Source: an optimization exercise on an open RTL-to-GDS flow (aim: small area, a short achievable clock period and few clock cycles per item). Production flows keep margins and buffers that such runs may drop. In this exercise RTL edits were held to simulation tests only and were not proved equivalent to the original. Power is estimated from default activity; no workload was simulated.

`flow/config.mk`:
```
export PLATFORM = sky130hd
export DESIGN_NAME = clu_law
export DESIGN_NICKNAME = clu_law
export VERILOG_FILES = /design/flow/design.v
export SDC_FILE = /design/flow/constraint.sdc
export NUM_CORES = 4
export LEC_CHECK = 0
export CAP_MARGIN = 20
export CORE_MARGIN = 2
export CORE_UTILIZATION = 30
export PLACE_DENSITY = 0.5
export SLEW_MARGIN = 20
```
`flow/constraint.sdc`:
```
create_clock -name core_clock -period 25.0 [get_ports {clk}]
set_input_delay 5.0000 -clock core_clock [delete_from_list [all_inputs] [get_ports {clk}]]
set_output_delay 5.0000 -clock core_clock [all_outputs]
set_load 0.01 [all_outputs]
```
`flow/design.v`:
```
module clu_law (
    input  wire        clk,
    input  wire        rst,           
    input  wire        start,
    output wire        ready,
    output reg         done,
    input  wire [23:0] err_value,
    input  wire        err_ovr,
    input  wire [1:0]  win,           
    input  wire [1:0]  nsec,
    input  wire        ffg,
    input  wire        startm,
    input  wire [1:0]  cmd,           
    input  wire [15:0] manduty,
    input  wire [15:0] dmin,
    input  wire [15:0] dmax,
    input  wire [31:0] g_in,          
    input  wire [31:0] kp,
    input  wire [31:0] ki,
    input  wire [31:0] kd,
    input  wire [31:0] imax,
    input  wire [31:0] imin,
    input  wire [31:0] ffk,
    input  wire [31:0] s0b0, input wire [31:0] s0b1, input wire [31:0] s0b2,
    input  wire [31:0] s0a1, input wire [31:0] s0a2,
    input  wire [31:0] s1b0, input wire [31:0] s1b1, input wire [31:0] s1b2,
    input  wire [31:0] s1a1, input wire [31:0] s1a2,
    input  wire [31:0] s2b0, input wire [31:0] s2b1, input wire [31:0] s2b2,
    input  wire [31:0] s2a1, input wire [31:0] s2a2,
    output reg  [31:0] x_out,
    output reg  [31:0] p_out,
    output reg  [31:0] i_out,
    output reg  [31:0] d_out,
    output reg  [31:0] ff_out,
    output reg  [31:0] pre_out,
    output reg  [15:0] duty_out,
    output reg         sat_hi,
    output reg         sat_lo,
    output reg         awhold,
    output reg         nsat,
    output reg         preset_sat,
    output reg  [1:0]  mode           
);
    localparam [1:0] M_WAIT = 2'd1, M_AUTO = 2'd2, M_MAN = 2'd3;
    localparam [1:0] C_AUTO = 2'd1, C_MAN = 2'd2, C_PRESET = 2'd3;
    localparam [3:0] ST_IDLE  = 4'd0,
                     ST_XDIV  = 4'd1,
                     ST_XFIN  = 4'd2,
                     ST_SEC   = 4'd3,
                     ST_SECRS = 4'd4,
                     ST_P     = 4'd5,
                     ST_D     = 4'd6,
                     ST_I     = 4'd7,
                     ST_IDIV  = 4'd8,
                     ST_IFIN  = 4'd9,
                     ST_FF    = 4'd10,
                     ST_PRE   = 4'd11,
                     ST_DUTY  = 4'd12,
                     ST_DONE  = 4'd13;
    localparam signed [31:0] Q_ONE  = 32'sh4000_0000;
    localparam signed [31:0] Q_HALF = 32'sh2000_0000;
    function [32:0] round_sat;
        input signed [71:0] a;
        reg [71:0] mag;
        reg [71:0] r;
        begin
            mag = a[71] ? (~a + 72'd1) : a;
            r = (mag + (72'd1 << 29)) >> 30;
            if (!a[71]) begin
                if (r > 72'h7FFF_FFFF) round_sat = {1'b1, 32'h7FFF_FFFF};
                else                   round_sat = {1'b0, r[31:0]};
            end else begin
                if (r > 72'h8000_0000) round_sat = {1'b1, 32'h8000_0000};
                else                   round_sat = {1'b0, (~r[31:0]) + 32'd1};
            end
        end
    endfunction
    function [32:0] sat36;
        input signed [35:0] a;
        begin
            if (a > 36'sh0_7FFF_FFFF)       sat36 = {1'b1, 32'h7FFF_FFFF};
            else if (a < -36'sh0_8000_0000) sat36 = {1'b1, 32'h8000_0000};
            else                            sat36 = {1'b0, a[31:0]};
        end
    endfunction
    reg [3:0]  st;
    reg [1:0]  sec;           
    reg [2:0]  tap;           
    reg signed [31:0] vk1 [0:2];
    reg signed [31:0] vk2 [0:2];
    reg signed [31:0] yk1 [0:2];
    reg signed [31:0] yk2 [0:2];
    reg signed [31:0] s_prev;
    reg signed [31:0] integ;
    reg               sat_hi_prev, sat_lo_prev;
    reg signed [31:0] v;      
    reg signed [71:0] acc;
    reg        transfer;      
    reg        manual;        
    reg        preset;        
    reg [33:0] div_rem;
    reg [31:0] div_lo;
    reg [31:0] div_q;
    reg [5:0]  div_cnt;
    assign ready = (st == ST_IDLE);
    wire        v_neg   = err_value[23];
    wire [24:0] v_mag   = v_neg ? (25'd0 - {1'b1, err_value}) : {1'b0, err_value};
    wire [16:0] wincode = 17'd4000 << win;
    wire        x_clamp = err_ovr || (v_mag >= {8'd0, wincode});
    wire signed [31:0] x_val = x_clamp ? (v_neg ? -Q_ONE : Q_ONE)
                                       : (v_neg ? -$signed(div_q) : $signed(div_q));
    wire signed [31:0] g_clamped = ($signed(g_in) < Q_HALF) ? Q_HALF : $signed(g_in);
    wire signed [31:0] g_eff     = ffg ? g_clamped : Q_ONE;
    wire [15:0] m_duty = (manduty < dmin) ? dmin : (manduty > dmax) ? dmax : manduty;
    reg signed [31:0] cb0, cb1, cb2, ca1, ca2;
    always @(*) begin
        case (sec)
            2'd0:    begin cb0 = s0b0; cb1 = s0b1; cb2 = s0b2; ca1 = s0a1; ca2 = s0a2; end
            2'd1:    begin cb0 = s1b0; cb1 = s1b1; cb2 = s1b2; ca1 = s1a1; ca2 = s1a2; end
            default: begin cb0 = s2b0; cb1 = s2b1; cb2 = s2b2; ca1 = s2a1; ca2 = s2a2; end
        endcase
    end
    reg signed [33:0] mul_a;
    reg signed [31:0] mul_b;
    wire signed [65:0] prod = mul_a * mul_b;
    wire signed [33:0] s_diff = preset ? 34'sd0 : ({{2{v[31]}}, v} - {{2{s_prev[31]}}, s_prev});
    wire signed [33:0] pid_sum = {{2{p_out[31]}}, p_out} + {{2{integ[31]}}, integ} + {{2{d_out[31]}}, d_out};
    always @(*) begin
        mul_a = 34'sd0;
        mul_b = 32'sd0;
        case (st)
            ST_SEC: begin
                case (tap)
                    3'd0:    begin mul_a = v;          mul_b = cb0; end
                    3'd1:    begin mul_a = vk1[sec];   mul_b = cb1; end
                    3'd2:    begin mul_a = vk2[sec];   mul_b = cb2; end
                    3'd3:    begin mul_a = yk1[sec];   mul_b = ca1; end
                    default: begin mul_a = yk2[sec];   mul_b = ca2; end
                endcase
            end
            ST_P:   begin mul_a = v;       mul_b = kp;    end
            ST_D:   begin mul_a = s_diff;  mul_b = kd;    end
            ST_I:   begin mul_a = v;       mul_b = ki;    end
            ST_FF:  begin mul_a = g_eff;   mul_b = ffk;   end
            ST_PRE: begin mul_a = pid_sum; mul_b = g_eff; end
            default: ;
        endcase
    end
    wire signed [71:0] prod_ext = {{6{prod[65]}}, prod};
    wire [32:0] acc_rs = round_sat(acc);
    wire ki_s_pos = (ki != 32'd0) && (v != 32'sd0) && (ki[31] == v[31]);
    wire ki_s_neg = (ki != 32'd0) && (v != 32'sd0) && (ki[31] != v[31]);
    wire signed [71:0] i_sum = ({{40{integ[31]}}, integ} <<< 30) + prod_ext;
    wire [32:0] i_rs = round_sat(i_sum);
    wire signed [31:0] i_new_raw = i_rs[31:0];
    wire signed [31:0] i_new = (i_new_raw < $signed(imin)) ? $signed(imin) :
                               (i_new_raw > $signed(imax)) ? $signed(imax) : i_new_raw;
    wire signed [35:0] i_pre_sum = $signed({4'd0, div_q}) - {{4{p_out[31]}}, p_out}
                                 - {{4{d_out[31]}}, d_out} - {{4{ffk[31]}}, ffk};
    wire [32:0] i_pre_sat = sat36(i_pre_sum);
    wire signed [31:0] i_pre_raw = i_pre_sat[31:0];
    wire signed [31:0] i_pre = (i_pre_raw < $signed(imin)) ? $signed(imin) :
                               (i_pre_raw > $signed(imax)) ? $signed(imax) : i_pre_raw;
    wire [31:0] pre_mag  = pre_out[31] ? (32'd0 - pre_out) : pre_out;
    wire [18:0] dr_mag   = (pre_mag + 32'd8192) >> 14;
    wire signed [19:0] duty_r = pre_out[31] ? -$signed({1'b0, dr_mag}) : $signed({1'b0, dr_mag});
    wire r_hi = duty_r > $signed({4'd0, dmax});
    wire r_lo = duty_r < $signed({4'd0, dmin});
    wire [33:0] div_try  = {div_rem[32:0], div_lo[31]};
    wire [32:0] div_den_x = {15'd0, wincode, 1'b0};           
    wire [32:0] div_den_g = {g_eff, 1'b0};                    
    wire [32:0] div_den   = (st == ST_XDIV) ? div_den_x : div_den_g;
    wire        div_ge    = div_try >= {1'b0, div_den};
    wire [63:0] x_dividend = ({39'd0, v_mag} << 31) + {47'd0, wincode};
    wire [63:0] g_dividend = ({48'd0, m_duty} << 45) + {32'd0, g_eff};
    integer k;
    always @(posedge clk) begin
        if (rst) begin
            st          <= ST_IDLE;
            done        <= 1'b0;
            sec         <= 2'd0;
            tap         <= 3'd0;
            for (k = 0; k < 3; k = k + 1) begin
                vk1[k] <= 32'sd0; vk2[k] <= 32'sd0;
                yk1[k] <= 32'sd0; yk2[k] <= 32'sd0;
            end
            s_prev      <= 32'sd0;
            integ       <= 32'sd0;
            sat_hi_prev <= 1'b0;
            sat_lo_prev <= 1'b0;
            v           <= 32'sd0;
            acc         <= 72'sd0;
            transfer    <= 1'b0;
            manual      <= 1'b0;
            preset      <= 1'b0;
            div_rem     <= 34'd0;
            div_lo      <= 32'd0;
            div_q       <= 32'd0;
            div_cnt     <= 6'd0;
            x_out       <= 32'd0;
            p_out       <= 32'd0;
            i_out       <= 32'd0;
            d_out       <= 32'd0;
            ff_out      <= 32'd0;
            pre_out     <= 32'd0;
            duty_out    <= 16'd0;
            sat_hi      <= 1'b0;
            sat_lo      <= 1'b0;
            awhold      <= 1'b0;
            nsat        <= 1'b0;
            preset_sat  <= 1'b0;
            mode        <= M_WAIT;
        end else begin
            done <= 1'b0;
            case (st)
                ST_IDLE: begin
                    if (start) begin
                        if (mode == M_WAIT) begin
                            transfer <= !startm;
                            manual   <= startm;
                            preset   <= 1'b0;
                        end else begin
                            transfer <= (mode == M_MAN) && (cmd == C_AUTO);
                            manual   <= ((mode == M_MAN) && (cmd != C_AUTO)) ||
                                        ((mode == M_AUTO) && (cmd == C_MAN));
                            preset   <= (cmd == C_PRESET);
                            if (cmd == C_PRESET) begin
                                for (k = 0; k < 3; k = k + 1) begin
                                    vk1[k] <= 32'sd0; vk2[k] <= 32'sd0;
                                    yk1[k] <= 32'sd0; yk2[k] <= 32'sd0;
                                end
                            end
                        end
                        for (k = 0; k < 3; k = k + 1) begin
                            if (k >= nsec) begin
                                vk1[k] <= 32'sd0; vk2[k] <= 32'sd0;
                                yk1[k] <= 32'sd0; yk2[k] <= 32'sd0;
                            end
                        end
                        nsat       <= 1'b0;
                        preset_sat <= 1'b0;
                        awhold     <= 1'b0;
                        if (x_clamp) begin
                            st <= ST_XFIN;
                        end else begin
                            div_rem <= {2'b00, x_dividend[63:32]};
                            div_lo  <= x_dividend[31:0];
                            div_cnt <= 6'd0;
                            st      <= ST_XDIV;
                        end
                    end
                end
                ST_XDIV, ST_IDIV: begin
                    if (div_ge) begin
                        div_rem <= div_try - {1'b0, div_den};
                        div_q   <= {div_q[30:0], 1'b1};
                    end else begin
                        div_rem <= div_try;
                        div_q   <= {div_q[30:0], 1'b0};
                    end
                    div_lo  <= {div_lo[30:0], 1'b0};
                    div_cnt <= div_cnt + 6'd1;
                    if (div_cnt == 6'd31)
                        st <= (st == ST_XDIV) ? ST_XFIN : ST_IFIN;
                end
                ST_XFIN: begin
                    v     <= x_val;
                    x_out <= x_val;
                    sec <= 2'd0;
                    tap <= 3'd0;
                    acc <= 72'sd0;
                    st  <= (nsec == 2'd0) ? ST_P : ST_SEC;
                end
                ST_SEC: begin
                    if (tap >= 3'd3) acc <= acc - prod_ext;
                    else             acc <= acc + prod_ext;
                    if (tap == 3'd4) st <= ST_SECRS;
                    tap <= tap + 3'd1;
                end
                ST_SECRS: begin
                    vk2[sec] <= vk1[sec];
                    vk1[sec] <= v;
                    yk2[sec] <= yk1[sec];
                    yk1[sec] <= acc_rs[31:0];
                    v        <= acc_rs[31:0];
                    if (acc_rs[32]) nsat <= 1'b1;
                    acc <= 72'sd0;
                    tap <= 3'd0;
                    if ({1'b0, sec} + 3'd1 >= {1'b0, nsec}) begin
                        st <= ST_P;
                    end else begin
                        sec <= sec + 2'd1;
                        st  <= ST_SEC;
                    end
                end
                ST_P: begin
                    acc <= prod_ext;
                    st  <= ST_D;
                end
                ST_D: begin
                    p_out <= acc_rs[31:0];
                    if (acc_rs[32]) nsat <= 1'b1;
                    acc <= prod_ext;
                    st  <= ST_I;
                end
                ST_I: begin
                    d_out  <= acc_rs[31:0];
                    if (acc_rs[32]) nsat <= 1'b1;
                    s_prev <= v;
                    if (transfer) begin
                        div_rem <= {2'b00, g_dividend[63:32]};
                        div_lo  <= g_dividend[31:0];
                        div_cnt <= 6'd0;
                        st      <= ST_IDIV;
                    end else begin
                        if (!manual) begin
                            if ((sat_hi_prev && ki_s_pos) || (sat_lo_prev && ki_s_neg)) begin
                                awhold <= 1'b1;
                            end else begin
                                integ <= i_new;
                                if (i_rs[32]) nsat <= 1'b1;
                            end
                        end
                        st <= ST_FF;
                    end
                end
                ST_IFIN: begin
                    integ <= i_pre;
                    if (i_pre_sat[32]) nsat <= 1'b1;
                    if (i_pre != i_pre_raw) preset_sat <= 1'b1;
                    st <= ST_FF;
                end
                ST_FF: begin
                    acc <= prod_ext;
                    st  <= ST_PRE;
                end
                ST_PRE: begin
                    ff_out <= acc_rs[31:0];
                    if (acc_rs[32]) nsat <= 1'b1;
                    acc <= prod_ext + ({{40{acc_rs[31]}}, acc_rs[31:0]} <<< 30);
                    st  <= ST_DUTY;
                end
                ST_DUTY: begin
                    pre_out <= acc_rs[31:0];
                    if (acc_rs[32]) nsat <= 1'b1;
                    st <= ST_DONE;
                end
                ST_DONE: begin
                    i_out <= integ;
                    if (manual) begin
                        duty_out <= m_duty;
                        sat_hi   <= manduty > dmax;
                        sat_lo   <= manduty < dmin;
                        sat_hi_prev <= manduty > dmax;
                        sat_lo_prev <= manduty < dmin;
                        mode     <= M_MAN;
                    end else begin
                        duty_out <= r_hi ? dmax : r_lo ? dmin : duty_r[15:0];
                        sat_hi   <= r_hi;
                        sat_lo   <= r_lo;
                        sat_hi_prev <= r_hi;
                        sat_lo_prev <= r_lo;
                        mode     <= M_AUTO;
                    end
                    done <= 1'b1;
                    st   <= ST_IDLE;
                end
                default: st <= ST_IDLE;
            endcase
        end
    end
endmodule
```
`flow/run.sh`:
```
#!/bin/bash
# synth_recipe.tcl (not shown) runs the flow's synth.tcl, then flattens the netlist and writes it again
# the make line also repeats each setting of config.mk as NAME=value (left out here)
make -C /OpenROAD-flow-scripts/flow DESIGN_CONFIG=/design/flow/config.mk WORK_HOME=/design/flow/orfs CLKGATE_MAP_FILE= SYNTH_SCRIPT=/design/flow/synth_recipe.tcl finish
```
==> notes.md <==
registers in the layout, indices dropped and copies added (netlist names), 4 cells and up, named ones only:
register	cells
vk2	128
ff_out	32
st	4
pre_out	32
div_rem	33
yk1	128
div_lo	32
x_out	32
s_prev	32
div_cnt	6
p_out	32
i_out	32
integ	32
div_q	32
d_out	32
duty_out	16
vk1	128
yk2	128
acc	72
v	32
metrics by stage:
step                instances  hold slack [ns]  total power [W]
finish                  20993            0.457           0.0108
global route            20981            0.469           0.0114
CTS                     20957            0.455           0.0107
detailed placement      20722            0.446          0.00868
global placement        20722            0.443          0.00868
floorplan               13979            0.432          0.00600
routing by layer:
metal | vias to the layer above | track usage (%) | wire length [um]
li1 | 51344 | - | -
met1 | 57843 | 40.2 | 258000
met2 | 5697 | 45.5 | 268000
met3 | 1015 | 6.66 | 59800
met4 | 40 | 13.7 | 33400
met5 | - | 0 | 271
kinds of logic (layout without fill, tap and decap cells):
logic type / after synthesis / after routing / synth area share, %
xor+xnor: 623 / 623 / 4.56
flops: 1013 / 1013 / 21.2
fa+ha+maj: 1939 / 1939 / 28.1
simple gates: 4528 / 4528 / 17.5
mux: 220 / 220 / 3.19
other cells: 0 / 31 / 0
compound gates: 3092 / 3092 / 17.4
buf+inv: 2564 / 4282 / 8.08
worst register-to-register path: cells and delay by family (launching register included):
kind / cells / cell delay, ns
AOI/OAI and AO/OA: 43 / 9.80
adders and majority gates: 13 / 5.97
and+or+nand+nor: 18 / 3.47
buffers and inverters: 12 / 1.83
xor gates and xnor gates: 4 / 1.19
DFF: 1 / 0.95
final timing paths:
path | start | cells after the start | to | slack, ns
worst max-delay path | g_in[31] | 80 | integ[22] | 1.14
worst min-delay path | s_prev[5] | 2 | s_prev[5] | 0.46
worst max register to register | integ[3] | 90 | integ[22] | 1.60
worst min register to register | s_prev[5] | 2 | s_prev[5] | 0.46
placed cells by master (no fill, tap or decap), types with 137 or more instances in the layout:
cell type / count
a211oi_1: 290
a22oi_1: 229
inv_1: 1741
nand2_1: 1441
nor2_1: 1431
nand2b_1: 176
edfxtp_1: 512
fa_1: 1246
clkbuf_16: 137
o21ai_0: 513
a21oi_1: 759
nor3_1: 198
nand3_1: 195
and3_1: 323
a21o_1: 188
xnor2_1: 400
ha_1: 684
buf_4: 1212
clkdlybuf4s50_1: 1002
xor2_1: 214
dfxtp_1: 496
layout make-up:
class,instances,area share (%)
Clock inverter,62,0.506
Multi-Input combinational cell,10402,57.3
Inverter,1748,4.38
Sequential cell,1013,17.0
Timing Repair Buffer,2299,13.9
Antenna cell,31,0.0518
Tap cell,5265,4.40
Clock buffer,173,2.49
repair_timing:
action	4_1_cts	5_1_grt
endpoints found under the hold margin	0	0
setup buffers	0	5
endpoints found under the setup margin	0	32
resized for setup	0	12
power by group through the flow:
stage | registers (W) | logic, W | clock network [W]
2_1_floorplan | 0.00208 | 0.00392 | 0
3_3_place_gp | 0.00214 | 0.00654 | 0
3_5_place_dp | 0.00215 | 0.00653 | 0
4_1_cts | 0.00211 | 0.00657 | 0.00206
5_1_grt | 0.00214 | 0.00717 | 0.00211
6_report | 0.00212 | 0.00668 | 0.00204
==> metrics.cfg <==
[worst_setup_path]
cpPeakStageDelay_ns=0.68
arrival_ns=24.50
cp-start-kind=primary input
crit_fanout=13
cp_common_cell=buf_4
cpLargestDelayFamily=compound AO/OA/AOI/OAI gates
cp_data_required_time_ns=25.64
worstSetupEndpointType=flop
crit_slowest_cell=a2111oi_0
critPathKind=in2reg
cp_num_buf_inv=16

[sta]
slew_violations=0
fin_skew_ns=0.104
max_slew.worst_pin.slew_ns=1.23
finalSetupViolations=0
rsz0062_at_grt=no
min_period_ns=23.86
worst_slack_ns=1.14
tns_ns=0
max_freq_ghz=0.0419
hold_viol_final=0
slew_headroom_pct=17.7
min_period_over_period_pct=95.5

[cts]
cts.clk_slew.worst_paths_ns=0.06
cts_tree=built
cts_hold_buffers=0
h-tree-depth=4
cts.path.max_buffers=4
cts_made_buffers=134
clock_sinks=1013
clkLatencyLatePin_ns=0.86
clock-root-buffer=clkbuf_16

[logic_synthesis]
ys_types=111
synth_seq_cells=1013
synth_commonest_cells=1743 x inv_1, 1446 x nand2_1, 1442 x nor2_1
avgSynthCellArea_um2=8.57
yosysTopAreaCell=fa_1
synth_enable_flop_cells=512
synth.most_common_cell=inv_1
yosysSeqAreaShare_pct=21.2
ys.flop_type=edfxtp_1
async_flop_share_pct=0
synth.top_cells.by_area=fa_1 21%, edfxtp_1 13%, dfxtp_1 8.4%
synth_area_um2=120000
yosysWarningCount=1
yosysTopAreaCellShare_pct=20.8
syn_nets=16704
syn_inst=13979

[flow_run]
drv_cap=0

[pwr]
power_switching_w=0.00511
intPower_w=0.00574
clkPwrFrac_pct=18.8
peakVddDrop_mv=0.0844
sw_frac_of_total_pct=47.1
pwr-share-seq_pct=19.6
comb_power_share_pct=61.6
leakage_nw=64.3
power_density_nw_per_um2=72.4

[layout]
utilization_pct=37.6
regArea_um2=25400
final.fill_count=40767
nets=18323
drive_gt1_share_pct=12.4
multi_input_area_um2=85800
post-route-cell-area_um2=150000
area_delta_synth_final_pct=25.0

[routing]
wl_per_cell_um=29.5
ant_nets=0
drt-pass1-iter-count=10
drc_errors=0
drt_iter0_drc=13408
wirelength_um=619000
via_count=115939
viasPerCell=5.52

[floorplan]
ios=1005
die_h_um=636
dieArea_um2=404000
initial_core_util_pct=30.1
die_x_um=636
coreArea_um2=399000
rows=232

[global_routing]
antenna_found_initial=91
grt_pass1_wl_um=870000
grt_max_degree=144
grt_pass1_vias=113274
overflow=0
grt_use_total_pct=29.8

[placement]
routabilityCongestion=0.996
dp_slack_ns=0.117
place_area_um2=145000
port_buffers=1004
hpwl_um=500000

[run_status]
status=no timing/DRC/antenna violations

[min_path]
hp-class=reg2reg

Testbench counts, summed over its fixed seeds: cycles 455,529, items 9,600.

==> afterwards: timing with drivers on the ports <==
No port has a modelled driver above. Below, the same layout with a new extraction and two added sets of constraints. Step 1 sets driving cells, clkbuf_16 on the clock port and buf_2 on the other inputs (assumed; they add their load-dependent delay and slew). Step 2 adds t to the input delays and takes it off the output delays; t is the mean of the earliest and latest rising clock arrival at the registers after step 1. Input paths then give back, and output paths get back, about the clock's delay inside the block. Three values: ideal, step 1, step 2; two values: the first two.
shift t [ns]: 0.921
setup WS [ns]: 1.137 / 1.229 / 0.308
worst hold slack (ns): 0.457 / 0.457 / 0.457
worst slew at a driven data input, ns: 0.35
After both steps this run still meets setup and hold. For this run, drivers alone change the setup slack by +0.092 ns; drivers and shift together by -0.829 ns.
